Background: an optimization exercise with open tools, aiming at small area and a short achievable clock period. Do not read the settings as production practice.
Where RTL was checked, it was by simulation tests only, not by an equivalence proof against the original.
No functional check of the RTL was part of run 1.
No activity file was given, so power comes from the tool's default toggle rates.

## flow/design.v (module list and top-level ports; edited modules follow where they fit)
// module fmul36_fa: 10 lines
// module fmul36_ha: 9 lines
// module fmul36: 871 lines
module fmul36 (
    input  wire        clk,
    input  wire        rst,
    input  wire        in_valid,
    input  wire [35:0] a,
    input  wire [35:0] b,
    input  wire [2:0]  rm,
    input  wire        ftz,
    output reg         out_valid,
    output reg  [35:0] result,
    output reg         iv,
    output reg         of,
    output reg         uf,
    output reg         nx
);
  // ...
==> flow/flow/run.sh <==
#!/bin/bash
# The standard layout (bash standard.sh: the standard synthesis and ORFS
# from floorplan to finish), with every port buffered by buf_2 instead of
# the buffer buffer_ports picks by default.
set -euo pipefail
export BUFFER_PORTS_ARGS="-buffer_cell sky130_fd_sc_hd__buf_2"
bash standard.sh > standard.log 2>&1
==> flow/standard.sh <==
#!/bin/bash
# synth_recipe.tcl (not shown) runs the flow's synth.tcl, then flattens the netlist and writes it again
# the make line also repeats each setting of config.mk as NAME=value (left out here)
make -C /OpenROAD-flow-scripts/flow DESIGN_CONFIG=/design/flow/config.mk WORK_HOME=/design/flow/orfs CLKGATE_MAP_FILE= SYNTH_SCRIPT=/design/flow/synth_recipe.tcl "${@:-finish}"
==> flow/config.mk <==
export PLATFORM = sky130hd
export DESIGN_NAME = fmul36
export DESIGN_NICKNAME = fmul36
export VERILOG_FILES = /design/flow/design.v
export SDC_FILE = /design/flow/constraint.sdc
export NUM_CORES = 4
export LEC_CHECK = 0
export CAP_MARGIN = 60
export CORE_MARGIN = 2
export CORE_UTILIZATION = 40
export SLEW_MARGIN = 20
export SYNTH_HIERARCHICAL = 1
export SYNTH_MINIMUM_KEEP_SIZE = 0
==> flow/constraint.sdc <==
create_clock -name core_clock -period 16.5 [get_ports {clk}]
set_input_delay 3.3000 -clock core_clock [delete_from_list [all_inputs] [get_ports {clk}]]
set_output_delay 3.3000 -clock core_clock [all_outputs]
set_load 0.01 [all_outputs]
==> flow_summary.toml, run 1 <==
[status]
outcome = "finished clean"

[critical_path]
critical_path.cell_chain = "inv_1 > ha_1 > nor2_1 > inv_2 > buf_16 > xnor2_1 > fa_1 > fa_1 > fa_1 > fa_1 > fa_1"
reg2reg_to = "csb_r[28]"
criticalPathCategory = "reg -> reg"
cp-startpoint = "b1[21]"
cp.buffers_inverters = 3
reg2reg_slack_ns = 11.74
cp.arrival_ns = 5.24

[clock_network]
clockRootBuffer = "clkbuf_16"
cts.sinks = 368
clk_pin_slew_ns = 0.06
ctsHoldBuffers = 0
cts-resized-gates = 0
ctsLongestPathBuffers = 3
cts_tree = "done"

[die]
core-area_mm2 = 0.0818

[logic_synthesis]
synthAdderAreaFrac_pct = 25.8
ys_ff_latch = 368
yosysWarnings = 7
ys_seq_area_share_pct = 22.4

[pwr]
power_switching_uw = 4120
p_total_uw = 8460
power_density_mw_per_mm2 = 231
p_clk_uw = 996
p_comb_share_pct = 70.8

[layout]
seq_cells = 368
final-seq-area_mm2 = 0.00737
final_cell_mix = "xnor2_1 (402), o22ai_1 (376), dfxtp_1 (362)"
layout.non_clock_buffers = 222
clock_buffer_count = 59
multi_input_cells = 2710
n_antenna_cell = 1

[grt]
met2_usage_pct = 38.5
grt_pass1_vias = 27979

[sta]
fin_crit_sh_pct = 28.9
finalSetupViolCount = 0
max_freq_ghz = 0.210
final.setup.tns_ns = 0

[route]
drt_pass1_iterations = 7
drc = 0
dr.first_iter.drc_count = 3046

[placed_design]
dp_cells = 4550
gp_congestion = 0.934

[hold_path]
hold_path.class = "reg -> reg"
==> run 2, diff against run 1 <==
--- a/flow/design.v
+++ b/flow/design.v
@@ -32,27 +32,43 @@
     output reg         uf,
     output reg         nx
 );
     reg        v1;
     reg [35:0] a1, b1;       
     reg        az1, bz1;     
     reg [2:0]  rm1;
     reg        ftz1;
+    reg [13:0] bone1, btwo1;     
+    reg [12:0] bneg1;
+    wire [28:0] bxi = {1'b0, b[34:26] != 9'd0, b[25:0], 1'b0};
+    reg  [13:0] bone_i, btwo_i, bneg_i;
+    integer bk;
+    always @(*) begin
+        for (bk = 0; bk < 14; bk = bk + 1) begin
+            bone_i[bk] = bxi[2 * bk + 1] ^ bxi[2 * bk];
+            btwo_i[bk] = (bxi[2 * bk + 2] & !bxi[2 * bk + 1] & !bxi[2 * bk]) |
+                         (!bxi[2 * bk + 2] & bxi[2 * bk + 1] & bxi[2 * bk]);
+            bneg_i[bk] = bxi[2 * bk + 2] & !(bxi[2 * bk + 1] & bxi[2 * bk]);
+        end
+    end
     always @(posedge clk) begin
         if (rst)
             v1 <= 1'b0;
         else
             v1 <= in_valid;
         a1   <= {a[35:26], ~a[25:0]};
         b1   <= {b[35:26], ~b[25:0]};
         az1  <= (a[34:26] == 9'd0);
         bz1  <= (b[34:26] == 9'd0);
         rm1  <= rm;
         ftz1 <= ftz;
+        bone1 <= bone_i;
+        btwo1 <= btwo_i;
+        bneg1 <= bneg_i[12:0];
     end
     wire        sa = a1[35];
     wire        sb = b1[35];
     wire [8:0]  ea = a1[34:26];
     wire [8:0]  eb = b1[34:26];
     wire [25:0] fan = a1[25:0];
     wire [25:0] fbn = b1[25:0];
     wire [25:0] fa = ~fan;
@@ -135,30 +151,30 @@
     wire [4:0]  th   = 5'd25 - eo[4:0];
     wire        eo_mid = eo[8] & (eo[7:0] <= 8'd25);
     wire        dneg_n = !xs[9] & !xs[8];
     wire        dneg_s = !eo[8] | (eo_mid & (k0 < th));
     wire        dneg = (a_sub & b_sub) | ((a_sub ^ b_sub) ? dneg_s : dneg_n);
     wire        kbig = (xs < 10'd219);
     wire [5:0]  ktl  = 6'd26 - xs[5:0];
     wire [5:0]  ks   = !dneg ? {1'b0, k0} : (kbig ? 6'd63 : ktl);
-    wire [28:0]  bx  = {1'b0, mb, 1'b0};
     wire [27:0]  ae0 = {1'b0, ma};
     wire [27:0]  ae1 = {ma, 1'b0};
     wire [391:0] bp;
     wire [13:0]  bneg, bnn;
     genvar gi, gj;
     generate
         for (gi = 0; gi < 14; gi = gi + 1) begin : g_bk
-            wire b2 = bx[2 * gi + 2];
-            wire b1 = bx[2 * gi + 1];
-            wire b0 = bx[2 * gi];
-            wire one = b1 ^ b0;
-            wire two = (b2 & !b1 & !b0) | (!b2 & b1 & b0);
-            assign bneg[gi] = b2 & !(b1 & b0);
+            wire one = bone1[gi];
+            wire two = btwo1[gi];
+            if (gi < 13) begin : g_neg
+                assign bneg[gi] = bneg1[gi];
+            end else begin : g_pos
+                assign bneg[gi] = 1'b0;
+            end
             assign bnn[gi]  = !bneg[gi];
             for (gj = 0; gj < 28; gj = gj + 1) begin : g_bj
                 assign bp[gi * 28 + gj] = ((one & ae0[gj]) | (two & ae1[gj])) ^ bneg[gi];
             end
         end
     endgenerate
     wire hs0, hc0, hs1, hc1, fs0, fc0, hs2, hc2, fs1, fc1, hs3, hc3, fs2, fc2, fs3, fc3, fs4, fc4, hs4, hc4, fs5, fc5, hs5, hc5, hs6, hc6, hs7, hc7, fs6, fc6, hs8, hc8, fs7, fc7, hs9, hc9, fs8, fc8, fs9, fc9, hs10, hc10, fs10, fc10, fs11, fc11, hs11, hc11, fs12, fc12, fs13, fc13, fs14, fc14, hs12, hc12, fs15, fc15, fs16, fc16, fs17, fc17, hs13, hc13, fs18, fc18, fs19, fc19, fs20, fc20, fs21, fc21, fs22, fc22, fs23, fc23, fs24, fc24, fs25, fc25, fs26, fc26, fs27, fc27, fs28, fc28, fs29, fc29, fs30, fc30, fs31, fc31, fs32, fc32, fs33, fc33, fs34, fc34, fs35, fc35, fs36, fc36, fs37, fc37, fs38, fc38, fs39, fc39, fs40, fc40, fs41, fc41, fs42, fc42, fs43, fc43, fs44, fc44, fs45, fc45, fs46, fc46, fs47, fc47, fs48, fc48, fs49, fc49, fs50, fc50, fs51, fc51, fs52, fc52, fs53, fc53, fs54, fc54, fs55, fc55, fs56, fc56, hs14, hc14, fs57, fc57, fs58, fc58, fs59, fc59, fs60, fc60, fs61, fc61, hs15, hc15, fs62, fc62, fs63, fc63, fs64, fc64, hs16, hc16, fs65, fc65, hs17, hc17, hs18, hc18, hs19, hc19, fs66, fc66, hs20, hc20, fs67, fc67, hs21, hc21, fs68, fc68, fs69, fc69, hs22, hc22, fs70, fc70, fs71, fc71, hs23, hc23, fs72, fc72, fs73, fc73, fs74, fc74, fs75, fc75, fs76, fc76, fs77, fc77, fs78, fc78, fs79, fc79, fs80, fc80, fs81, fc81, fs82, fc82, fs83, fc83, fs84, fc84, fs85, fc85, fs86, fc86, fs87, fc87, fs88, fc88, fs89, fc89, fs90, fc90, fs91, fc91, fs92, fc92, fs93, fc93, fs94, fc94, fs95, fc95, fs96, fc96, fs97, fc97, fs98, fc98, fs99, fc99, fs100, fc100, fs101, fc101, fs102, fc102, fs103, fc103, fs104, fc104, fs105, fc105, fs106, fc106, fs107, fc107, fs108, fc108, fs109, fc109, fs110, fc110, fs111, fc111, fs112, fc112, fs113, fc113, fs114, fc114, fs115, fc115, fs116, fc116, fs117, fc117, fs118, fc118, fs119, fc119, fs120, fc120, fs121, fc121, fs122, fc122, fs123, fc123, fs124, fc124, fs125, fc125, fs126, fc126, fs127, fc127, fs128, fc128, fs129, fc129, fs130, fc130, fs131, fc131, fs132, fc132, fs133, fc133, fs134, fc134, fs135, fc135, fs136, fc136, fs137, fc137, fs138, fc138, fs139, fc139, fs140, fc140, fs141, fc141, fs142, fc142, fs143, fc143, fs144, fc144, fs145, fc145, fs146, fc146, fs147, fc147, fs148, fc148, hs24, hc24, fs149, fc149, fs150, fc150, fs151, fc151, hs25, hc25, fs152, fc152, hs26, hc26, hs27, hc27, hs28, hc28, fs153, fc153, hs29, hc29, fs154, fc154, hs30, hc30, fs155, fc155, fs156, fc156, fs157, fc157, fs158, fc158, fs159, fc159, fs160, fc160, fs161, fc161, fs162, fc162, fs163, fc163, fs164, fc164, fs165, fc165, fs166, fc166, fs167, fc167, fs168, fc168, fs169, fc169, fs170, fc170, fs171, fc171, fs172, fc172, fs173, fc173, fs174, fc174, fs175, fc175, fs176, fc176, fs177, fc177, fs178, fc178, fs179, fc179, fs180, fc180, fs181, fc181, fs182, fc182, fs183, fc183, fs184, fc184, fs185, fc185, fs186, fc186, fs187, fc187, fs188, fc188, fs189, fc189, fs190, fc190, fs191, fc191, fs192, fc192, fs193, fc193, fs194, fc194, fs195, fc195, fs196, fc196, fs197, fc197, fs198, fc198, fs199, fc199, fs200, fc200, fs201, fc201, fs202, fc202, fs203, fc203, fs204, fc204, fs205, fc205, fs206, fc206, fs207, fc207, fs208, fc208, fs209, fc209, fs210, fc210, fs211, fc211, fs212, fc212, fs213, fc213, fs214, fc214, fs215, fc215, fs216, fc216, fs217, fc217, fs218, fc218, fs219, fc219, fs220, fc220, fs221, fc221, fs222, fc222, fs223, fc223, fs224, fc224, fs225, fc225, fs226, fc226, fs227, fc227, fs228, fc228, fs229, fc229, hs31, hc31, fs230, fc230, hs32, hc32, hs33, hc33, hs34, hc34, fs231, fc231, fs232, fc232, fs233, fc233, fs234, fc234, fs235, fc235, fs236, fc236, fs237, fc237, fs238, fc238, fs239, fc239, fs240, fc240, fs241, fc241, fs242, fc242, fs243, fc243, fs244, fc244, fs245, fc245, fs246, fc246, fs247, fc247, fs248, fc248, fs249, fc249, fs250, fc250, fs251, fc251, fs252, fc252, fs253, fc253, fs254, fc254, fs255, fc255, fs256, fc256, fs257, fc257, fs258, fc258, fs259, fc259, fs260, fc260, fs261, fc261, fs262, fc262, fs263, fc263, fs264, fc264, fs265, fc265, fs266, fc266, fs267, fc267, fs268, fc268, fs269, fc269, fs270, fc270, fs271, fc271, fs272, fc272, fs273, fc273, fs274, fc274, fs275, fc275, hs35, hc35, hs36, hc36, hs37, hc37, fs276, fc276, fs277, fc277, fs278, fc278, fs279, fc279, fs280, fc280, fs281, fc281, fs282, fc282, fs283, fc283, fs284, fc284, fs285, fc285, fs286, fc286, fs287, fc287, fs288, fc288, fs289, fc289, fs290, fc290, fs291, fc291, fs292, fc292, fs293, fc293, fs294, fc294, fs295, fc295, fs296, fc296, fs297, fc297, fs298, fc298, fs299, fc299, fs300, fc300, fs301, fc301, fs302, fc302, fs303, fc303, fs304, fc304, fs305, fc305, fs306, fc306, fs307, fc307, fs308, fc308, fs309, fc309, fs310, fc310, fs311, fc311, fs312, fc312, fs313, fc313, fs314, fc314, fs315, fc315, fs316, fc316, fs317, fc317, fs318, fc318, fs319, fc319, fs320, fc320, fs321, fc321, fs322, fc322, fs323, fc323, fs324, fc324, hs38, hc38;
     fmul36_ha u_ha0 (.x(bneg[12]), .y(bp[102]), .s(hs0), .c(hc0));
@@ -762,17 +778,367 @@
     assign xr[50] = csa_r[50];
     assign yr[50] = csb_r[49];
     assign xr[51] = csa_r[51];
     assign yr[51] = csb_r[50];
     assign xr[52] = csa_r[52];
     assign yr[52] = csb_r[51];
     assign xr[53] = csa_r[53];
     assign yr[53] = csb_r[52];
-    wire [53:0] prod = xr + yr;
+    wire [53:0] prod;
+    wire [53:0] cp = xr ^ yr;
+    wire [53:0] cg = xr & yr;
+    wire ca_g0 = cg[1] | (cp[1] & cg[0]);
+    wire ca_p0 = cp[1] & cp[0];
+    wire ca_g1 = cg[3] | (cp[3] & cg[2]);
+    wire ca_p1 = cp[3] & cp[2];
+    wire ca_g2 = cg[5] | (cp[5] & cg[4]);
+    wire ca_p2 = cp[5] & cp[4];
+    wire ca_g3 = cg[7] | (cp[7] & cg[6]);
+    wire ca_p3 = cp[7] & cp[6];
+    wire ca_g4 = cg[9] | (cp[9] & cg[8]);
+    wire ca_p4 = cp[9] & cp[8];
+    wire ca_g5 = cg[11] | (cp[11] & cg[10]);
+    wire ca_p5 = cp[11] & cp[10];
+    wire ca_g6 = cg[13] | (cp[13] & cg[12]);
+    wire ca_p6 = cp[13] & cp[12];
+    wire ca_g7 = cg[15] | (cp[15] & cg[14]);
+    wire ca_p7 = cp[15] & cp[14];
+    wire ca_g8 = cg[17] | (cp[17] & cg[16]);
+    wire ca_p8 = cp[17] & cp[16];
+    wire ca_g9 = cg[19] | (cp[19] & cg[18]);
+    wire ca_p9 = cp[19] & cp[18];
+    wire ca_g10 = cg[21] | (cp[21] & cg[20]);
+    wire ca_p10 = cp[21] & cp[20];
+    wire ca_g11 = cg[23] | (cp[23] & cg[22]);
+    wire ca_p11 = cp[23] & cp[22];
+    wire ca_g12 = cg[25] | (cp[25] & cg[24]);
+    wire ca_p12 = cp[25] & cp[24];
+    wire ca_g13 = cg[27] | (cp[27] & cg[26]);
+    wire ca_p13 = cp[27] & cp[26];
+    wire ca_g14 = cg[29] | (cp[29] & cg[28]);
+    wire ca_p14 = cp[29] & cp[28];
+    wire ca_g15 = cg[31] | (cp[31] & cg[30]);
+    wire ca_p15 = cp[31] & cp[30];
+    wire ca_g16 = cg[33] | (cp[33] & cg[32]);
+    wire ca_p16 = cp[33] & cp[32];
+    wire ca_g17 = cg[35] | (cp[35] & cg[34]);
+    wire ca_p17 = cp[35] & cp[34];
+    wire ca_g18 = cg[37] | (cp[37] & cg[36]);
+    wire ca_p18 = cp[37] & cp[36];
+    wire ca_g19 = cg[39] | (cp[39] & cg[38]);
+    wire ca_p19 = cp[39] & cp[38];
+    wire ca_g20 = cg[41] | (cp[41] & cg[40]);
+    wire ca_p20 = cp[41] & cp[40];
+    wire ca_g21 = cg[43] | (cp[43] & cg[42]);
+    wire ca_p21 = cp[43] & cp[42];
+    wire ca_g22 = cg[45] | (cp[45] & cg[44]);
+    wire ca_p22 = cp[45] & cp[44];
+    wire ca_g23 = cg[47] | (cp[47] & cg[46]);
+    wire ca_p23 = cp[47] & cp[46];
+    wire ca_g24 = cg[49] | (cp[49] & cg[48]);
+    wire ca_p24 = cp[49] & cp[48];
+    wire ca_g25 = cg[51] | (cp[51] & cg[50]);
+    wire ca_p25 = cp[51] & cp[50];
+    wire ca_g26 = cg[53] | (cp[53] & cg[52]);
+    wire ca_p26 = cp[53] & cp[52];
+    wire ca_g27 = cg[2] | (cp[2] & ca_g0);
+    wire ca_p27 = cp[2] & ca_p0;
+    wire ca_g28 = ca_g1 | (ca_p1 & ca_g0);
+    wire ca_p28 = ca_p1 & ca_p0;
+    wire ca_g29 = cg[6] | (cp[6] & ca_g2);
+    wire ca_p29 = cp[6] & ca_p2;
+    wire ca_g30 = ca_g3 | (ca_p3 & ca_g2);
+    wire ca_p30 = ca_p3 & ca_p2;
+    wire ca_g31 = cg[10] | (cp[10] & ca_g4);
+    wire ca_p31 = cp[10] & ca_p4;
+    wire ca_g32 = ca_g5 | (ca_p5 & ca_g4);
+    wire ca_p32 = ca_p5 & ca_p4;
+    wire ca_g33 = cg[14] | (cp[14] & ca_g6);
+    wire ca_p33 = cp[14] & ca_p6;
+    wire ca_g34 = ca_g7 | (ca_p7 & ca_g6);
+    wire ca_p34 = ca_p7 & ca_p6;
+    wire ca_g35 = cg[18] | (cp[18] & ca_g8);
+    wire ca_p35 = cp[18] & ca_p8;
+    wire ca_g36 = ca_g9 | (ca_p9 & ca_g8);
+    wire ca_p36 = ca_p9 & ca_p8;
+    wire ca_g37 = cg[22] | (cp[22] & ca_g10);
+    wire ca_p37 = cp[22] & ca_p10;
+    wire ca_g38 = ca_g11 | (ca_p11 & ca_g10);
+    wire ca_p38 = ca_p11 & ca_p10;
+    wire ca_g39 = cg[26] | (cp[26] & ca_g12);
+    wire ca_p39 = cp[26] & ca_p12;
+    wire ca_g40 = ca_g13 | (ca_p13 & ca_g12);
+    wire ca_p40 = ca_p13 & ca_p12;
+    wire ca_g41 = cg[30] | (cp[30] & ca_g14);
+    wire ca_p41 = cp[30] & ca_p14;
+    wire ca_g42 = ca_g15 | (ca_p15 & ca_g14);
+    wire ca_p42 = ca_p15 & ca_p14;
+    wire ca_g43 = cg[34] | (cp[34] & ca_g16);
+    wire ca_p43 = cp[34] & ca_p16;
+    wire ca_g44 = ca_g17 | (ca_p17 & ca_g16);
+    wire ca_p44 = ca_p17 & ca_p16;
+    wire ca_g45 = cg[38] | (cp[38] & ca_g18);
+    wire ca_p45 = cp[38] & ca_p18;
+    wire ca_g46 = ca_g19 | (ca_p19 & ca_g18);
+    wire ca_p46 = ca_p19 & ca_p18;
+    wire ca_g47 = cg[42] | (cp[42] & ca_g20);
+    wire ca_p47 = cp[42] & ca_p20;
+    wire ca_g48 = ca_g21 | (ca_p21 & ca_g20);
+    wire ca_p48 = ca_p21 & ca_p20;
+    wire ca_g49 = cg[46] | (cp[46] & ca_g22);
+    wire ca_p49 = cp[46] & ca_p22;
+    wire ca_g50 = ca_g23 | (ca_p23 & ca_g22);
+    wire ca_p50 = ca_p23 & ca_p22;
+    wire ca_g51 = cg[50] | (cp[50] & ca_g24);
+    wire ca_p51 = cp[50] & ca_p24;
+    wire ca_g52 = ca_g25 | (ca_p25 & ca_g24);
+    wire ca_p52 = ca_p25 & ca_p24;
+    wire ca_g53 = cg[4] | (cp[4] & ca_g28);
+    wire ca_p53 = cp[4] & ca_p28;
+    wire ca_g54 = ca_g2 | (ca_p2 & ca_g28);
+    wire ca_p54 = ca_p2 & ca_p28;
+    wire ca_g55 = ca_g29 | (ca_p29 & ca_g28);
+    wire ca_p55 = ca_p29 & ca_p28;
+    wire ca_g56 = ca_g30 | (ca_p30 & ca_g28);
+    wire ca_p56 = ca_p30 & ca_p28;
+    wire ca_g57 = cg[12] | (cp[12] & ca_g32);
+    wire ca_p57 = cp[12] & ca_p32;
+    wire ca_g58 = ca_g6 | (ca_p6 & ca_g32);
+    wire ca_p58 = ca_p6 & ca_p32;
+    wire ca_g59 = ca_g33 | (ca_p33 & ca_g32);
+    wire ca_p59 = ca_p33 & ca_p32;
+    wire ca_g60 = ca_g34 | (ca_p34 & ca_g32);
+    wire ca_p60 = ca_p34 & ca_p32;
+    wire ca_g61 = cg[20] | (cp[20] & ca_g36);
+    wire ca_p61 = cp[20] & ca_p36;
+    wire ca_g62 = ca_g10 | (ca_p10 & ca_g36);
+    wire ca_p62 = ca_p10 & ca_p36;
+    wire ca_g63 = ca_g37 | (ca_p37 & ca_g36);
+    wire ca_p63 = ca_p37 & ca_p36;
+    wire ca_g64 = ca_g38 | (ca_p38 & ca_g36);
+    wire ca_p64 = ca_p38 & ca_p36;
+    wire ca_g65 = cg[28] | (cp[28] & ca_g40);
+    wire ca_p65 = cp[28] & ca_p40;
+    wire ca_g66 = ca_g14 | (ca_p14 & ca_g40);
+    wire ca_p66 = ca_p14 & ca_p40;
+    wire ca_g67 = ca_g41 | (ca_p41 & ca_g40);
+    wire ca_p67 = ca_p41 & ca_p40;
+    wire ca_g68 = ca_g42 | (ca_p42 & ca_g40);
+    wire ca_p68 = ca_p42 & ca_p40;
+    wire ca_g69 = cg[36] | (cp[36] & ca_g44);
+    wire ca_p69 = cp[36] & ca_p44;
+    wire ca_g70 = ca_g18 | (ca_p18 & ca_g44);
+    wire ca_p70 = ca_p18 & ca_p44;
+    wire ca_g71 = ca_g45 | (ca_p45 & ca_g44);
+    wire ca_p71 = ca_p45 & ca_p44;
+    wire ca_g72 = ca_g46 | (ca_p46 & ca_g44);
+    wire ca_p72 = ca_p46 & ca_p44;
+    wire ca_g73 = cg[44] | (cp[44] & ca_g48);
+    wire ca_p73 = cp[44] & ca_p48;
+    wire ca_g74 = ca_g22 | (ca_p22 & ca_g48);
+    wire ca_p74 = ca_p22 & ca_p48;
+    wire ca_g75 = ca_g49 | (ca_p49 & ca_g48);
+    wire ca_p75 = ca_p49 & ca_p48;
+    wire ca_g76 = ca_g50 | (ca_p50 & ca_g48);
+    wire ca_p76 = ca_p50 & ca_p48;
+    wire ca_g77 = cg[52] | (cp[52] & ca_g52);
+    wire ca_p77 = cp[52] & ca_p52;
+    wire ca_g78 = ca_g26 | (ca_p26 & ca_g52);
+    wire ca_p78 = ca_p26 & ca_p52;
+    wire ca_g79 = cg[8] | (cp[8] & ca_g56);
+    wire ca_p79 = cp[8] & ca_p56;
+    wire ca_g80 = ca_g4 | (ca_p4 & ca_g56);
+    wire ca_p80 = ca_p4 & ca_p56;
+    wire ca_g81 = ca_g31 | (ca_p31 & ca_g56);
+    wire ca_p81 = ca_p31 & ca_p56;
+    wire ca_g82 = ca_g32 | (ca_p32 & ca_g56);
+    wire ca_p82 = ca_p32 & ca_p56;
+    wire ca_g83 = ca_g57 | (ca_p57 & ca_g56);
+    wire ca_p83 = ca_p57 & ca_p56;
+    wire ca_g84 = ca_g58 | (ca_p58 & ca_g56);
+    wire ca_p84 = ca_p58 & ca_p56;
+    wire ca_g85 = ca_g59 | (ca_p59 & ca_g56);
+    wire ca_p85 = ca_p59 & ca_p56;
+    wire ca_g86 = ca_g60 | (ca_p60 & ca_g56);
+    wire ca_p86 = ca_p60 & ca_p56;
+    wire ca_g87 = cg[24] | (cp[24] & ca_g64);
+    wire ca_p87 = cp[24] & ca_p64;
+    wire ca_g88 = ca_g12 | (ca_p12 & ca_g64);
+    wire ca_p88 = ca_p12 & ca_p64;
+    wire ca_g89 = ca_g39 | (ca_p39 & ca_g64);
+    wire ca_p89 = ca_p39 & ca_p64;
+    wire ca_g90 = ca_g40 | (ca_p40 & ca_g64);
+    wire ca_p90 = ca_p40 & ca_p64;
+    wire ca_g91 = ca_g65 | (ca_p65 & ca_g64);
+    wire ca_p91 = ca_p65 & ca_p64;
+    wire ca_g92 = ca_g66 | (ca_p66 & ca_g64);
+    wire ca_p92 = ca_p66 & ca_p64;
+    wire ca_g93 = ca_g67 | (ca_p67 & ca_g64);
+    wire ca_p93 = ca_p67 & ca_p64;
+    wire ca_g94 = ca_g68 | (ca_p68 & ca_g64);
+    wire ca_p94 = ca_p68 & ca_p64;
+    wire ca_g95 = cg[40] | (cp[40] & ca_g72);
+    wire ca_p95 = cp[40] & ca_p72;
+    wire ca_g96 = ca_g20 | (ca_p20 & ca_g72);
+    wire ca_p96 = ca_p20 & ca_p72;
+    wire ca_g97 = ca_g47 | (ca_p47 & ca_g72);
+    wire ca_p97 = ca_p47 & ca_p72;
+    wire ca_g98 = ca_g48 | (ca_p48 & ca_g72);
+    wire ca_p98 = ca_p48 & ca_p72;
+    wire ca_g99 = ca_g73 | (ca_p73 & ca_g72);
+    wire ca_p99 = ca_p73 & ca_p72;
+    wire ca_g100 = ca_g74 | (ca_p74 & ca_g72);
+    wire ca_p100 = ca_p74 & ca_p72;
+    wire ca_g101 = ca_g75 | (ca_p75 & ca_g72);
+    wire ca_p101 = ca_p75 & ca_p72;
+    wire ca_g102 = ca_g76 | (ca_p76 & ca_g72);
+    wire ca_p102 = ca_p76 & ca_p72;
+    wire ca_g103 = cg[16] | (cp[16] & ca_g86);
+    wire ca_p103 = cp[16] & ca_p86;
+    wire ca_g104 = ca_g8 | (ca_p8 & ca_g86);
+    wire ca_p104 = ca_p8 & ca_p86;
+    wire ca_g105 = ca_g35 | (ca_p35 & ca_g86);
+    wire ca_p105 = ca_p35 & ca_p86;
+    wire ca_g106 = ca_g36 | (ca_p36 & ca_g86);
+    wire ca_p106 = ca_p36 & ca_p86;
+    wire ca_g107 = ca_g61 | (ca_p61 & ca_g86);
+    wire ca_p107 = ca_p61 & ca_p86;
+    wire ca_g108 = ca_g62 | (ca_p62 & ca_g86);
+    wire ca_p108 = ca_p62 & ca_p86;
+    wire ca_g109 = ca_g63 | (ca_p63 & ca_g86);
+    wire ca_p109 = ca_p63 & ca_p86;
+    wire ca_g110 = ca_g64 | (ca_p64 & ca_g86);
+    wire ca_p110 = ca_p64 & ca_p86;
+    wire ca_g111 = ca_g87 | (ca_p87 & ca_g86);
+    wire ca_p111 = ca_p87 & ca_p86;
+    wire ca_g112 = ca_g88 | (ca_p88 & ca_g86);
+    wire ca_p112 = ca_p88 & ca_p86;
+    wire ca_g113 = ca_g89 | (ca_p89 & ca_g86);
+    wire ca_p113 = ca_p89 & ca_p86;
+    wire ca_g114 = ca_g90 | (ca_p90 & ca_g86);
+    wire ca_p114 = ca_p90 & ca_p86;
+    wire ca_g115 = ca_g91 | (ca_p91 & ca_g86);
+    wire ca_p115 = ca_p91 & ca_p86;
+    wire ca_g116 = ca_g92 | (ca_p92 & ca_g86);
+    wire ca_p116 = ca_p92 & ca_p86;
+    wire ca_g117 = ca_g93 | (ca_p93 & ca_g86);
+    wire ca_p117 = ca_p93 & ca_p86;
+    wire ca_g118 = ca_g94 | (ca_p94 & ca_g86);
+    wire ca_p118 = ca_p94 & ca_p86;
+    wire ca_g119 = cg[48] | (cp[48] & ca_g102);
+    wire ca_p119 = cp[48] & ca_p102;
+    wire ca_g120 = ca_g24 | (ca_p24 & ca_g102);
+    wire ca_p120 = ca_p24 & ca_p102;
+    wire ca_g121 = ca_g51 | (ca_p51 & ca_g102);
+    wire ca_p121 = ca_p51 & ca_p102;
+    wire ca_g122 = ca_g52 | (ca_p52 & ca_g102);
+    wire ca_p122 = ca_p52 & ca_p102;
+    wire ca_g123 = ca_g77 | (ca_p77 & ca_g102);
+    wire ca_p123 = ca_p77 & ca_p102;
+    wire ca_g124 = ca_g78 | (ca_p78 & ca_g102);
+    wire ca_p124 = ca_p78 & ca_p102;
+    wire ca_g125 = cg[32] | (cp[32] & ca_g118);
+    wire ca_p125 = cp[32] & ca_p118;
+    wire ca_g126 = ca_g16 | (ca_p16 & ca_g118);
+    wire ca_p126 = ca_p16 & ca_p118;
+    wire ca_g127 = ca_g43 | (ca_p43 & ca_g118);
+    wire ca_p127 = ca_p43 & ca_p118;
+    wire ca_g128 = ca_g44 | (ca_p44 & ca_g118);
+    wire ca_p128 = ca_p44 & ca_p118;
+    wire ca_g129 = ca_g69 | (ca_p69 & ca_g118);
+    wire ca_p129 = ca_p69 & ca_p118;
+    wire ca_g130 = ca_g70 | (ca_p70 & ca_g118);
+    wire ca_p130 = ca_p70 & ca_p118;
+    wire ca_g131 = ca_g71 | (ca_p71 & ca_g118);
+    wire ca_p131 = ca_p71 & ca_p118;
+    wire ca_g132 = ca_g72 | (ca_p72 & ca_g118);
+    wire ca_p132 = ca_p72 & ca_p118;
+    wire ca_g133 = ca_g95 | (ca_p95 & ca_g118);
+    wire ca_p133 = ca_p95 & ca_p118;
+    wire ca_g134 = ca_g96 | (ca_p96 & ca_g118);
+    wire ca_p134 = ca_p96 & ca_p118;
+    wire ca_g135 = ca_g97 | (ca_p97 & ca_g118);
+    wire ca_p135 = ca_p97 & ca_p118;
+    wire ca_g136 = ca_g98 | (ca_p98 & ca_g118);
+    wire ca_p136 = ca_p98 & ca_p118;
+    wire ca_g137 = ca_g99 | (ca_p99 & ca_g118);
+    wire ca_p137 = ca_p99 & ca_p118;
+    wire ca_g138 = ca_g100 | (ca_p100 & ca_g118);
+    wire ca_p138 = ca_p100 & ca_p118;
+    wire ca_g139 = ca_g101 | (ca_p101 & ca_g118);
+    wire ca_p139 = ca_p101 & ca_p118;
+    wire ca_g140 = ca_g102 | (ca_p102 & ca_g118);
+    wire ca_p140 = ca_p102 & ca_p118;
+    wire ca_g141 = ca_g119 | (ca_p119 & ca_g118);
+    wire ca_p141 = ca_p119 & ca_p118;
+    wire ca_g142 = ca_g120 | (ca_p120 & ca_g118);
+    wire ca_p142 = ca_p120 & ca_p118;
+    wire ca_g143 = ca_g121 | (ca_p121 & ca_g118);
+    wire ca_p143 = ca_p121 & ca_p118;
+    wire ca_g144 = ca_g122 | (ca_p122 & ca_g118);
+    wire ca_p144 = ca_p122 & ca_p118;
+    wire ca_g145 = ca_g123 | (ca_p123 & ca_g118);
+    wire ca_p145 = ca_p123 & ca_p118;
+    wire ca_g146 = ca_g124 | (ca_p124 & ca_g118);
+    wire ca_p146 = ca_p124 & ca_p118;
+    assign prod[0] = cp[0];
+    assign prod[1] = cp[1] ^ cg[0];
+    assign prod[2] = cp[2] ^ ca_g0;
+    assign prod[3] = cp[3] ^ ca_g27;
+    assign prod[4] = cp[4] ^ ca_g28;
+    assign prod[5] = cp[5] ^ ca_g53;
+    assign prod[6] = cp[6] ^ ca_g54;
+    assign prod[7] = cp[7] ^ ca_g55;
+    assign prod[8] = cp[8] ^ ca_g56;
+    assign prod[9] = cp[9] ^ ca_g79;
+    assign prod[10] = cp[10] ^ ca_g80;
+    assign prod[11] = cp[11] ^ ca_g81;
+    assign prod[12] = cp[12] ^ ca_g82;
+    assign prod[13] = cp[13] ^ ca_g83;
+    assign prod[14] = cp[14] ^ ca_g84;
+    assign prod[15] = cp[15] ^ ca_g85;
+    assign prod[16] = cp[16] ^ ca_g86;
+    assign prod[17] = cp[17] ^ ca_g103;
+    assign prod[18] = cp[18] ^ ca_g104;
+    assign prod[19] = cp[19] ^ ca_g105;
+    assign prod[20] = cp[20] ^ ca_g106;
+    assign prod[21] = cp[21] ^ ca_g107;
+    assign prod[22] = cp[22] ^ ca_g108;
+    assign prod[23] = cp[23] ^ ca_g109;
+    assign prod[24] = cp[24] ^ ca_g110;
+    assign prod[25] = cp[25] ^ ca_g111;
+    assign prod[26] = cp[26] ^ ca_g112;
+    assign prod[27] = cp[27] ^ ca_g113;
+    assign prod[28] = cp[28] ^ ca_g114;
+    assign prod[29] = cp[29] ^ ca_g115;
+    assign prod[30] = cp[30] ^ ca_g116;
+    assign prod[31] = cp[31] ^ ca_g117;
+    assign prod[32] = cp[32] ^ ca_g118;
+    assign prod[33] = cp[33] ^ ca_g125;
+    assign prod[34] = cp[34] ^ ca_g126;
+    assign prod[35] = cp[35] ^ ca_g127;
+    assign prod[36] = cp[36] ^ ca_g128;
+    assign prod[37] = cp[37] ^ ca_g129;
+    assign prod[38] = cp[38] ^ ca_g130;
+    assign prod[39] = cp[39] ^ ca_g131;
+    assign prod[40] = cp[40] ^ ca_g132;
+    assign prod[41] = cp[41] ^ ca_g133;
+    assign prod[42] = cp[42] ^ ca_g134;
+    assign prod[43] = cp[43] ^ ca_g135;
+    assign prod[44] = cp[44] ^ ca_g136;
+    assign prod[45] = cp[45] ^ ca_g137;
+    assign prod[46] = cp[46] ^ ca_g138;
+    assign prod[47] = cp[47] ^ ca_g139;
+    assign prod[48] = cp[48] ^ ca_g140;
+    assign prod[49] = cp[49] ^ ca_g141;
+    assign prod[50] = cp[50] ^ ca_g142;
+    assign prod[51] = cp[51] ^ ca_g143;
+    assign prod[52] = cp[52] ^ ca_g144;
+    assign prod[53] = cp[53] ^ ca_g145;
     wire        dneg2 = d2[11];
     wire [9:0]  e1b  = dneg2 ? 10'd0 : d2[9:0];
     wire        dn1  = (d2 == 12'hFFF);
     wire        dn2  = (d2 == 12'hFFE);
     wire        st2  = ({1'b0, tzs2} + 7'd2 < {1'b0, ks2});
     wire [55:0] q    = {prod, 2'b00};
     wire [55:0] qs   = q >> {ks2[5:2], 2'b00};
     reg          v3;
@@ -847,17 +1213,100 @@
         s4       <= s3;
         ovf_inf4 <= ovf_inf3;
         ftz4     <= ftz3;
         sp4      <= sp3;
         sp_nan4  <= sp_nan3;
         sp_inf4  <= sp_inf3;
         sp_iv4   <= sp_iv3;
     end
-    wire [25:0] mr  = m4 + {25'd0, inc4};
+    wire [25:0] mr;
+    wire ia0 = m4[1] & m4[0];
+    wire ia1 = m4[3] & m4[2];
+    wire ia2 = m4[5] & m4[4];
+    wire ia3 = m4[7] & m4[6];
+    wire ia4 = m4[9] & m4[8];
+    wire ia5 = m4[11] & m4[10];
+    wire ia6 = m4[13] & m4[12];
+    wire ia7 = m4[15] & m4[14];
+    wire ia8 = m4[17] & m4[16];
+    wire ia9 = m4[19] & m4[18];
+    wire ia10 = m4[21] & m4[20];
+    wire ia11 = m4[23] & m4[22];
+    wire ia12 = m4[25] & m4[24];
+    wire ia13 = m4[2] & ia0;
+    wire ia14 = ia1 & ia0;
+    wire ia15 = m4[6] & ia2;
+    wire ia16 = ia3 & ia2;
+    wire ia17 = m4[10] & ia4;
+    wire ia18 = ia5 & ia4;
+    wire ia19 = m4[14] & ia6;
+    wire ia20 = ia7 & ia6;
+    wire ia21 = m4[18] & ia8;
+    wire ia22 = ia9 & ia8;
+    wire ia23 = m4[22] & ia10;
+    wire ia24 = ia11 & ia10;
+    wire ia25 = m4[4] & ia14;
+    wire ia26 = ia2 & ia14;
+    wire ia27 = ia15 & ia14;
+    wire ia28 = ia16 & ia14;
+    wire ia29 = m4[12] & ia18;
+    wire ia30 = ia6 & ia18;
+    wire ia31 = ia19 & ia18;
+    wire ia32 = ia20 & ia18;
+    wire ia33 = m4[20] & ia22;
+    wire ia34 = ia10 & ia22;
+    wire ia35 = ia23 & ia22;
+    wire ia36 = ia24 & ia22;
+    wire ia37 = m4[8] & ia28;
+    wire ia38 = ia4 & ia28;
+    wire ia39 = ia17 & ia28;
+    wire ia40 = ia18 & ia28;
+    wire ia41 = ia29 & ia28;
+    wire ia42 = ia30 & ia28;
+    wire ia43 = ia31 & ia28;
+    wire ia44 = ia32 & ia28;
+    wire ia45 = m4[24] & ia36;
+    wire ia46 = ia12 & ia36;
+    wire ia47 = m4[16] & ia44;
+    wire ia48 = ia8 & ia44;
+    wire ia49 = ia21 & ia44;
+    wire ia50 = ia22 & ia44;
+    wire ia51 = ia33 & ia44;
+    wire ia52 = ia34 & ia44;
+    wire ia53 = ia35 & ia44;
+    wire ia54 = ia36 & ia44;
+    wire ia55 = ia45 & ia44;
+    wire ia56 = ia46 & ia44;
+    assign mr[0] = m4[0] ^ inc4;
+    assign mr[1] = m4[1] ^ (inc4 & m4[0]);
+    assign mr[2] = m4[2] ^ (inc4 & ia0);
+    assign mr[3] = m4[3] ^ (inc4 & ia13);
+    assign mr[4] = m4[4] ^ (inc4 & ia14);
+    assign mr[5] = m4[5] ^ (inc4 & ia25);
+    assign mr[6] = m4[6] ^ (inc4 & ia26);
+    assign mr[7] = m4[7] ^ (inc4 & ia27);
+    assign mr[8] = m4[8] ^ (inc4 & ia28);
+    assign mr[9] = m4[9] ^ (inc4 & ia37);
+    assign mr[10] = m4[10] ^ (inc4 & ia38);
+    assign mr[11] = m4[11] ^ (inc4 & ia39);
+    assign mr[12] = m4[12] ^ (inc4 & ia40);
+    assign mr[13] = m4[13] ^ (inc4 & ia41);
+    assign mr[14] = m4[14] ^ (inc4 & ia42);
+    assign mr[15] = m4[15] ^ (inc4 & ia43);
+    assign mr[16] = m4[16] ^ (inc4 & ia44);
+    assign mr[17] = m4[17] ^ (inc4 & ia47);
+    assign mr[18] = m4[18] ^ (inc4 & ia48);
+    assign mr[19] = m4[19] ^ (inc4 & ia49);
+    assign mr[20] = m4[20] ^ (inc4 & ia50);
+    assign mr[21] = m4[21] ^ (inc4 & ia51);
+    assign mr[22] = m4[22] ^ (inc4 & ia52);
+    assign mr[23] = m4[23] ^ (inc4 & ia53);
+    assign mr[24] = m4[24] ^ (inc4 & ia54);
+    assign mr[25] = m4[25] ^ (inc4 & ia55);
     wire [10:0] ef  = {1'b0, ea4} + {10'd0, c26_4};
     wire        ovf = (ef >= 11'd511);
     reg [35:0] r_res;
     reg        r_iv, r_of, r_uf, r_nx;
     always @(*) begin
         r_iv = 1'b0; r_of = 1'b0; r_uf = 1'b0; r_nx = 1'b0;
         if (sp4) begin
             r_res = {s4 & !sp_nan4, {9{sp_nan4 | sp_inf4}}, sp_nan4, 25'd0};
==> flow/config.mk (replaced) <==
export PLATFORM = sky130hd
export DESIGN_NAME = fmul36
export DESIGN_NICKNAME = fmul36
export VERILOG_FILES = /design/flow/design.v
export SDC_FILE = /design/flow/constraint.sdc
export NUM_CORES = 4
export LEC_CHECK = 0
export CAP_MARGIN = 20
export CORE_MARGIN = 2
export CORE_UTILIZATION = 40
export SLEW_MARGIN = 80
export SYNTH_HIERARCHICAL = 1
export SYNTH_MINIMUM_KEEP_SIZE = 0
==> flow_summary.toml, run 2 <==
[layout]
post-route-util_pct = 50.3
multi_input_area_mm2 = 0.0241
fillers = 7007
top_regs = "csa_r x54, csb_r x53"
largest_register_ffs = 54
n_antenna_cell = 0
area_growth_pct = 25.1
nets = 3899
final-seq-area_mm2 = 0.00820
fin_area_mm2 = 0.0395
final_cell_mix = "dfxtp_1 (403), xnor2_1 (392), fa_1 (334)"
layout-drive-gt1-share_pct = 22.2
final_common_cell = "dfxtp_1"
regMostFlops = "csa_r"

[critical_path]
critical_path.cell_chain = "ha_1 > o211ai_1 > clkdlybuf4s25_1 > o211ai_4 > nand4_1 > buf_2 > a2111oi_4 > clkdlybuf4s25_1 > a211oi_4 > o21ba_2 > fa_1 > inv_1 > mux4_2 > nor2_1 > o31a_1 > o21ai_0"
crit_slowest_cell = "fa_1"
cp.buffers_inverters = 4
cp-start-kind = "flop"
criticalPathCategory = "reg -> reg"
max_stage_delay_ns = 0.58
cp-startpoint = "csa_r[3]"
cp.arrival_ns = 4.98
crit_required_ns = 16.95
crit_top_cell = "clkdlybuf4s25_1"
crit_fanout = 6
r2r-start = "csa_r[3]"
critPathCaptureType = "flop"
crit_family = "compound AO/OA/AOI/OAI gates"

[sta]
skew_ns = 0.0199
hold-worst-slack_ns = 0.325
finalSetupViolCount = 0
fin_crit_sh_pct = 27.4
final.setup.tns_ns = 0
finalMaxSlewViolations = 0
period_needed_ns = 4.52
grt_setup_unrepaired = "no"
max_freq_ghz = 0.221
hold_violations = 0

[logic_synthesis]
synth_common_cells = "xnor2_1 (434), dfxtp_1 (409), o22ai_1 (375), fa_1 (334), clkbuf_1 (173)"
syn-cell-area_mm2 = 0.0316
synth_edf_count = 0
ys_top_cells_by_area = "dfxtp_1 (26%), fa_1 (21%), xnor2_1 (12%)"
yosysTopAreaCell = "dfxtp_1"
synth_top_area_share_pct = 25.9
synth_most_common_cell = "xnor2_1"
synth_flop_cell = "dfxtp_1"
ys_ff_latch = 409
ys_seq_area_share_pct = 25.9
yosysWarnings = 7
syn_avg_cell_area_um2 = 9.85
postSynthCellCount = 3207
async_reset_ff_share_pct = 0
ys_types = 83

[placed_design]
gp_congestion = 0.926
io_buffers = 119
dp_hpwl_mm = 74.8
place_area_mm2 = 0.0373

[clock_network]
postCtsSetupBuffers = 0
cts_tree = "done"
cts-resized-gates = 0
ctsLongestPathBuffers = 3
clockRootBuffer = "clkbuf_16"
cts_buffers = 48
insertion_delay_ns = 0.61
ctsHtreeMaxLevel = 2
cts.sinks = 409
clk_pin_slew_ns = 0.06
ctsHoldBuffers = 0

[pwr]
leakagePower_uw = 0.0153
p_total_uw = 8380
power_density_mw_per_mm2 = 212
peakVddDrop_mv = 0.114

[hold_path]
hold_path.class = "reg -> reg"
min_from = "rc2[0]"

[grt]
grt_antenna_before_repair = 3
grt_pass1_wl_mm = 156
globalRouteOverflowTotal = 0
grt_max_degree = 36
grt_use_total_pct = 24.5
grt_pass1_vias = 26279

[die]
core-area_mm2 = 0.0786
start_util_pct = 40.2
die_w_um = 285
die_h_um = 285
die_area_mm2 = 0.0812
num_rows = 103
ioPinCount = 120

[job]
maxCapViolations = 0

[route]
dr.first_iter.drc_count = 2411
antenna_left = 0
routedWlPerCell_um = 22.7
vias = 25725
drt_pass1_iterations = 6
routed_wl_mm = 100
drc = 0
routed_via_density = 5.82

[status]
outcome = "finished clean"
-- run 2: kinds of logic after synthesis --
group,Yosys count,synth area share [%]
AO/OA/AOI/OAI,791,16.0
AND/OR/NAND/NOR,536,8.07
adder cells (fa/ha/maj),484,27.1
XOR/XNOR,471,13.1
flip-flops,409,25.9
buffers and inverters,401,4.79
multiplexers,113,5.02
other,2,0.0238
-- run 2: worst paths after layout --
kind                            endpoint  slack, ns  cells after the start
worst max-delay path               w3[6]      11.98                     16
worst min register to register    rc3[0]       0.33                      0
worst min-delay path              rc3[0]       0.33                      0
worst max register to register     w3[6]      11.98                     16
-- run 2: where the power goes --
group	internal, uW	switching, uW	leakage [uW]	total, uW
sequential	1400	202	0.00344	1600
combinational	2550	3130	0.0111	5680
clock	652	449	0.000813	1100
total	4600	3780	0.0153	8380
-- run 2: per-stage QoR --
| step | setup WS, ns | cells |
|---|---|---|
| after global routing | 11.74 | 4420 |
| after CTS | 12.11 | 4411 |
| after global placement | 11.95 | 4221 |
| after detailed placement | 12.29 | 4327 |
| after floorplan | 12.34 | 3220 |
| final | 11.98 | 4420 |
-- run 2: cell type report --
class / instances / share of cell area (%)
Multi-Input combinational cell: 2410 / 61.0
Clock buffer: 62 / 3.45
Clock inverter: 22 / 0.753
Sequential cell: 409 / 20.8
Timing Repair Buffer: 298 / 8.90
Inverter: 169 / 1.80
Tap cell: 1050 / 3.32
-- run 2: per-layer routing --
metal	global-route usage [%]	part of all wire (%)	wire, um
met2	38.4	45	44900
met3	5.78	10	10100
met1	32.2	40	40400
met4	11.1	4.9	4940
met5	0	0	0
-- run 2: per-module statistics from Yosys (local to each module, per instance) --
module / flops+latches / cells inside / cell area [um^2] / times used
fmul36: 409 / 2843 / 24600 / 1
fmul36_fa: 0 / 1 / 20.0 / 325
fmul36_ha: 0 / 1 / 12.5 / 39
==> run 3, diff against run 2 <==
--- a/flow/config.mk
+++ b/flow/config.mk
@@ -8,6 +8,6 @@
 export CAP_MARGIN = 20
 export CORE_MARGIN = 2
 export CORE_UTILIZATION = 40
-export SLEW_MARGIN = 80
+export SLEW_MARGIN = 60
 export SYNTH_HIERARCHICAL = 1
 export SYNTH_MINIMUM_KEEP_SIZE = 0
==> flow_summary.toml, run 3 <==
[layout]
final_cell_mix = "xnor2_1 (433), dfxtp_1 (406), o22ai_1 (374)"
post-route-util_pct = 44.6
final_common_cell = "xnor2_1"
largest_register_ffs = 54
area_growth_pct = 10.9
layout-drive-gt1-share_pct = 12.4
n_antenna_cell = 0
top_regs = "csa_r x54, csb_r x53"
layoutNonFillerInstCount = 4314
regMostFlops = "csa_r"
fillers = 7515
nets = 3790

[route]
drc = 0
dr.first_iter.drc_count = 2545
antenna_left = 0
vias = 25060
routed_via_density = 5.81
drt_pass1_iterations = 6
routed_wl_mm = 96.9
routedWlPerCell_um = 22.5

[critical_path]
crit_required_ns = 17.01
cp.arrival_ns = 4.89
cp-start-kind = "flop"
criticalPathCategory = "reg -> reg"
critPathCaptureType = "flop"
crit_fanout = 21

[hold_path]
hold_path.class = "reg -> reg"

[sta]
finalMaxSlewViolations = 0
final.setup.tns_ns = 0
finalSetupViolCount = 0
hold_violations = 0
grt_setup_unrepaired = "no"
max_freq_ghz = 0.228
fin_crit_sh_pct = 26.5
worstMarginPinSlew_ns = 0.601
period_needed_ns = 4.38
skew_ns = 0.0391
relSlewSlack_pct = 59.9

[placed_design]
gp_congestion = 0.926
dp_hpwl_mm = 66.7
io_buffers = 119
dp_cells = 4227

[grt]
grt_use_total_pct = 23.6
grt_pass1_wl_mm = 150
globalRouteOverflowTotal = 0
grt_antenna_before_repair = 2
grt_max_degree = 48
grt_pass1_vias = 25119

[logic_synthesis]
synth_flop_cell = "dfxtp_1"
synth_top_area_share_pct = 25.9
ys_top_cells_by_area = "dfxtp_1 (26%), fa_1 (21%), xnor2_1 (12%)"
ys_types = 83
synth_common_cells = "xnor2_1 (434), dfxtp_1 (409), o22ai_1 (375), fa_1 (334), clkbuf_1 (173)"
syn_avg_cell_area_um2 = 9.85
ys_ff_latch = 409
async_reset_ff_share_pct = 0
yosysTopAreaCell = "dfxtp_1"
ys_seq_area_share_pct = 25.9
yosysWarnings = 7
syn-cell-area_mm2 = 0.0316
synth_edf_count = 0
synth_most_common_cell = "xnor2_1"
postSynthCellCount = 3207

[die]
die_area_mm2 = 0.0812
die_h_um = 285
num_rows = 103
start_util_pct = 40.2
core-area_mm2 = 0.0786
ioPinCount = 120
die_w_um = 285

[clock_network]
postCtsSetupBuffers = 0
cts_tree = "done"
clockRootBuffer = "clkbuf_16"
insertion_delay_ns = 0.63
ctsLongestPathBuffers = 3
cts-resized-gates = 0
clk_pin_slew_ns = 0.06
ctsHoldBuffers = 0
ctsHtreeMaxLevel = 2
cts.sinks = 409
cts_buffers = 48

[pwr]
power_density_mw_per_mm2 = 219
peakVddDrop_mv = 0.126
leakagePower_uw = 0.0137

[job]
maxCapViolations = 0

[status]
outcome = "finished clean"
==> run 3: cell counts after synthesis <==
Identical to the previous run, type by type.
==> run 3: modules after synthesis (local to each module, per instance) <==
module / flops+latches / cell area (um^2)
fmul36_fa: 0 / 20.0
fmul36: 409 / 24600
fmul36_ha: 0 / 12.5
==> run 3: where the power goes <==
group	internal, uW	switching [uW]
registers	1400	199
logic	2160	2820
clock network	631	454
==> run 3: routing by layer <==
layer	part of all wire [%]	wire length (um)	global-route usage, %
met1	41	40000	31.8
met2	44	42600	36.6
met3	10	10100	5.62
met4	4.3	4190	9.70
met5	0.013	13	0
==> run 3: cells by family after synthesis <==
family,after synthesis,share of synthesized area (%)
compound gates,791,16.0
xor+xnor,471,13.1
fa+ha+maj,484,27.1
buf+inv,401,4.79
flops,409,25.9
mux,113,5.02
other cells,2,0.0238
simple gates,536,8.07
==> run 3: path summary, 6_finish.rpt <==
| path | from | endpoint | slack [ns] | depth (start not counted) |
|---|---|---|---|---|
| max reg2reg | a1[15] | d2[9] | 12.12 | 21 |
| min | ftz2 | ftz3 | 0.33 | 0 |
| max | a1[15] | d2[9] | 12.12 | 21 |
| min reg2reg | ftz2 | ftz3 | 0.33 | 0 |
==> run 3: per-stage QoR <==
| step | power, uW | hold WS (ns) | setup WS, ns | cell area (um^2) |
|---|---|---|---|---|
| 2_1_floorplan | 5030 | 0.310 | 12.34 | 31600 |
| 3_3_place_gp | 6420 | 0.312 | 11.95 | 33200 |
| 3_5_place_dp | 6530 | 0.312 | 12.16 | 33300 |
| 4_1_cts | 7650 | 0.327 | 12.09 | 35000 |
| 5_1_grt | 8320 | 0.328 | 11.83 | 35000 |
| 6_report | 7660 | 0.327 | 12.12 | 35000 |
==> run 3: worst max-delay path: stages (launching register included) <==
cell	delay, ns
dfxtp_1	0.66
buf_4	0.41
nand4_1	0.19
inv_1	0.12
nand2_1	0.12
a21oi_1	0.14
o21ai_1	0.09
a41oi_1	0.51
or2_2	0.22
ha_1	0.15
ha_1	0.16
inv_1	0.06
fa_1	0.46
inv_1	0.07
a21oi_1	0.06
o21bai_1	0.20
a21o_1	0.15
a21o_1	0.13
nor2b_1	0.12
o21ai_0	0.07
nand2b_1	0.11
xnor2_1	0.07
==> run 3: final cells by class <==
cell class	count	area (um^2)	area share (%)
inverters	169	654	1.87
clock buffers	59	1290	3.69
well taps	1050	1310	3.75
repair buffers	189	1180	3.37
multi-input cells	2410	22000	62.9
clock inverters	28	364	1.04
flip-flops and latches	409	8190	23.4

-- afterwards: timing with drivers on the ports --
How much do the figures lean on ideal ports? The routed layouts below were timed once more, with nothing changed but the port constraints. Step 1, drivers: a clkbuf_16 drives clk and a buf_2 each remaining input, both assumed. Step 2 moves the port delays by t, midway between the first and last clock arrival at a register: inputs arrive t later, outputs are due t later. That takes back most of the time a late clock gives input paths. Three values: no drivers, after step 1, after step 2; two values: the first two.
run	shift t [ns]	setup slack, ns	worst setup path after step 2	worst slew at a driven data input, ns
run 1	0.659	11.735 / 11.735 / 11.735	register to register	0.05
run 2	0.659	11.975 / 11.975 / 11.975	register to register	0.05
run 3	0.668	12.123 / 12.068 / 12.123	register to register	0.04
After both steps every run listed still meets setup and hold.
